Context: an optimization exercise on an open-source flow, tuned for small area, a short achievable clock period and few clock cycles per item. The choices shown serve that exercise and are no tape-out recipe.
Only simulation tests tie the RTL to the original design; equivalence was not proved.

== 02-10 ==
## cle_loop
module cle_loop (
    input  wire        clk,
    input  wire        rst,
    input  wire        cfg_we,
    input  wire [6:0]  cfg_addr,
    input  wire [31:0] cfg_wdata,
    input  wire        ev_start,
    input  wire [31:0] ev_y,
    input  wire        ev_y_valid,
    output wire        ready,
    output wire        res_valid,
    output wire [31:0] res_u,
    output wire [31:0] res_rw,
    output wire        res_clamped,
    output wire        res_input_bad,
    output wire        res_ramping,
    output wire        res_int,
    output wire        res_limit
);
    localparam signed [39:0] SMAX = 40'sh7F_FFFF_FFFF;
    localparam signed [39:0] SMIN = -40'sh7F_FFFF_FFFF;
    function automatic signed [39:0] sat42(input signed [41:0] v);
        reg pos, neg;
        begin
            pos   = ~v[41] & (v[40] | v[39]);
            neg   = v[41] & (~(v[40] & v[39]) | ~(|v[38:0]));
            sat42 = pos ? SMAX : (neg ? SMIN : v[39:0]);
        end
    endfunction
    function automatic signed [39:0] sat41(input signed [40:0] v);
        reg pos, neg;
        begin
            pos   = ~v[40] & v[39];
            neg   = v[40] & (~v[39] | ~(|v[38:0]));
            sat41 = pos ? SMAX : (neg ? SMIN : v[39:0]);
        end
    endfunction
    function automatic signed [39:0] shsat(input signed [40:0] v, input [3:0] sh);
        reg signed [55:0] w;
        reg        [15:0] anyh, allh, zl;
        reg               pos, neg;
        integer           m, k;
        begin
            w = {{15{v[40]}}, v} <<< sh;
            for (m = 0; m < 16; m = m + 1) begin
                anyh[m] = 1'b0;              
                allh[m] = 1'b1;
                zl[m]   = 1'b1;              
                for (k = 0; k < 40; k = k + 1) begin
                    if (k >= 39 - m) begin
                        anyh[m] = anyh[m] | v[k];
                        allh[m] = allh[m] & v[k];
  ...
==> flow/config.mk <==
export PLATFORM = sky130hd
export DESIGN_NAME = cle_loop
export DESIGN_NICKNAME = cle_loop
export VERILOG_FILES = /design/flow/design.v
export SDC_FILE = /design/flow/constraint.sdc
export NUM_CORES = 8
export LEC_CHECK = 0
export ABC_AREA = 1
export CAP_MARGIN = 20
export CORE_MARGIN = 2
export CORE_UTILIZATION = 46
export SLEW_MARGIN = 20
export SYNTH_HIERARCHICAL = 1
==> flow/constraint.sdc <==
create_clock -name core_clock -period 30.0 [get_ports {clk}]
set_input_delay 6.0000 -clock core_clock [delete_from_list [all_inputs] [get_ports {clk}]]
set_output_delay 6.0000 -clock core_clock [all_outputs]
set_load 0.01 [all_outputs]
standard.sh (not shown) runs the stock make flow with config.mk's settings and CLKGATE_MAP_FILE= SYNTH_SCRIPT=/design/flow/synth_recipe.tcl, a recipe that flattens the netlist after the stock synthesis.
==> flow/flow/run.sh <==
#!/bin/bash
# The standard layout (standard synthesis, floorplan, placement, CTS, routing) with ORFS's
# repair_timing asked for more setup slack than the 30 ns clock needs, so that it sizes and
# buffers the design's critical paths; worst path only (no total-negative-slack repair).
# The clock, SDC and everything else are the standard flow's.
set -euo pipefail
bash standard.sh SETUP_SLACK_MARGIN=21 TNS_END_PERCENT=0 finish > flow_make.log 2>&1
Testbench counts of 02-10, summed over its fixed seeds: cycles 15,146, evals 2,304.
What 10-03 does differently from 02-10 at the input level:
==> flow/flow/run.sh <==
#!/bin/bash
# The standard layout (standard synthesis, floorplan, placement, CTS, routing) with ORFS's
# repair_timing asked for more setup slack than the 30 ns clock needs, so that it sizes and
# buffers the design's critical paths.  The clock, SDC and everything else are the standard flow's.
set -euo pipefail
bash standard.sh SETUP_SLACK_MARGIN=21 TNS_END_PERCENT=10 finish > flow_make.log 2>&1
-- flow/config.mk --
<<< 02-10, line 9
export CAP_MARGIN = 20
export CORE_MARGIN = 2
export CORE_UTILIZATION = 46
export SLEW_MARGIN = 20
export SYNTH_HIERARCHICAL = 1
>>> 10-03, line 9
export CAP_MARGIN = 20
export CORE_MARGIN = 2
export CORE_UTILIZATION = 50
export SLEW_MARGIN = 20
export SYNTH_HIERARCHICAL = 1
==> comparison <==
Relative to 02-10, worst setup skew after layout decreased by 13 ps in 10-03.
Clock period minus worst slack came out higher on 10-03 than on 02-10.
On clock latency at the later pin of the worst-skew pair: 10-03 sits above 02-10.
Sort 02-10 and 10-03 by worst-case reg-to-reg path depth asc -> top: 10-03
Changes observed in 10-03 relative to 02-10: combined flip-flop and latch cell area flat; number of nets in the layout flat; number of buffers added to fix hold violations after cts flat.
Compared to 02-10, 10-03 has data arrival time of the critical path 60 ps higher.

==> separate check: timing with driven ports <==
The flow's constraints put no driver on any port. The routed layouts listed below were extracted and timed again, unchanged, in two steps. Step 1 assumes that a clkbuf_16 drives the clock port and a buf_2 every other input. Step 2 moves the port delays by t, midway between the first and last clock arrival at a register: inputs arrive t later, outputs are due t later. That takes back most of the time a late clock gives input paths. a / b / c = ideal ports / drivers / drivers and shift; a / b = the first two.
| run | shift t [ns] | setup WS [ns] | clock arrival spread, ns | slew at the worst register clock pin (ns) | cell pins on the clock port's net |
|---|---|---|---|---|---|
| 02-10 | 1.178 | 19.871 / 19.722 / 19.628 | 0.168 / 0.168 | 0.09 / 0.09 | 1 |
| 10-03 | 1.200 | 19.809 / 19.657 / 19.970 | 0.141 / 0.141 | 0.08 / 0.08 | 1 |
After both steps every run listed still meets setup and hold. The setup slack of 02-10, which loses most, moves by -0.149 ns with the drivers and by -0.243 ns with both steps.
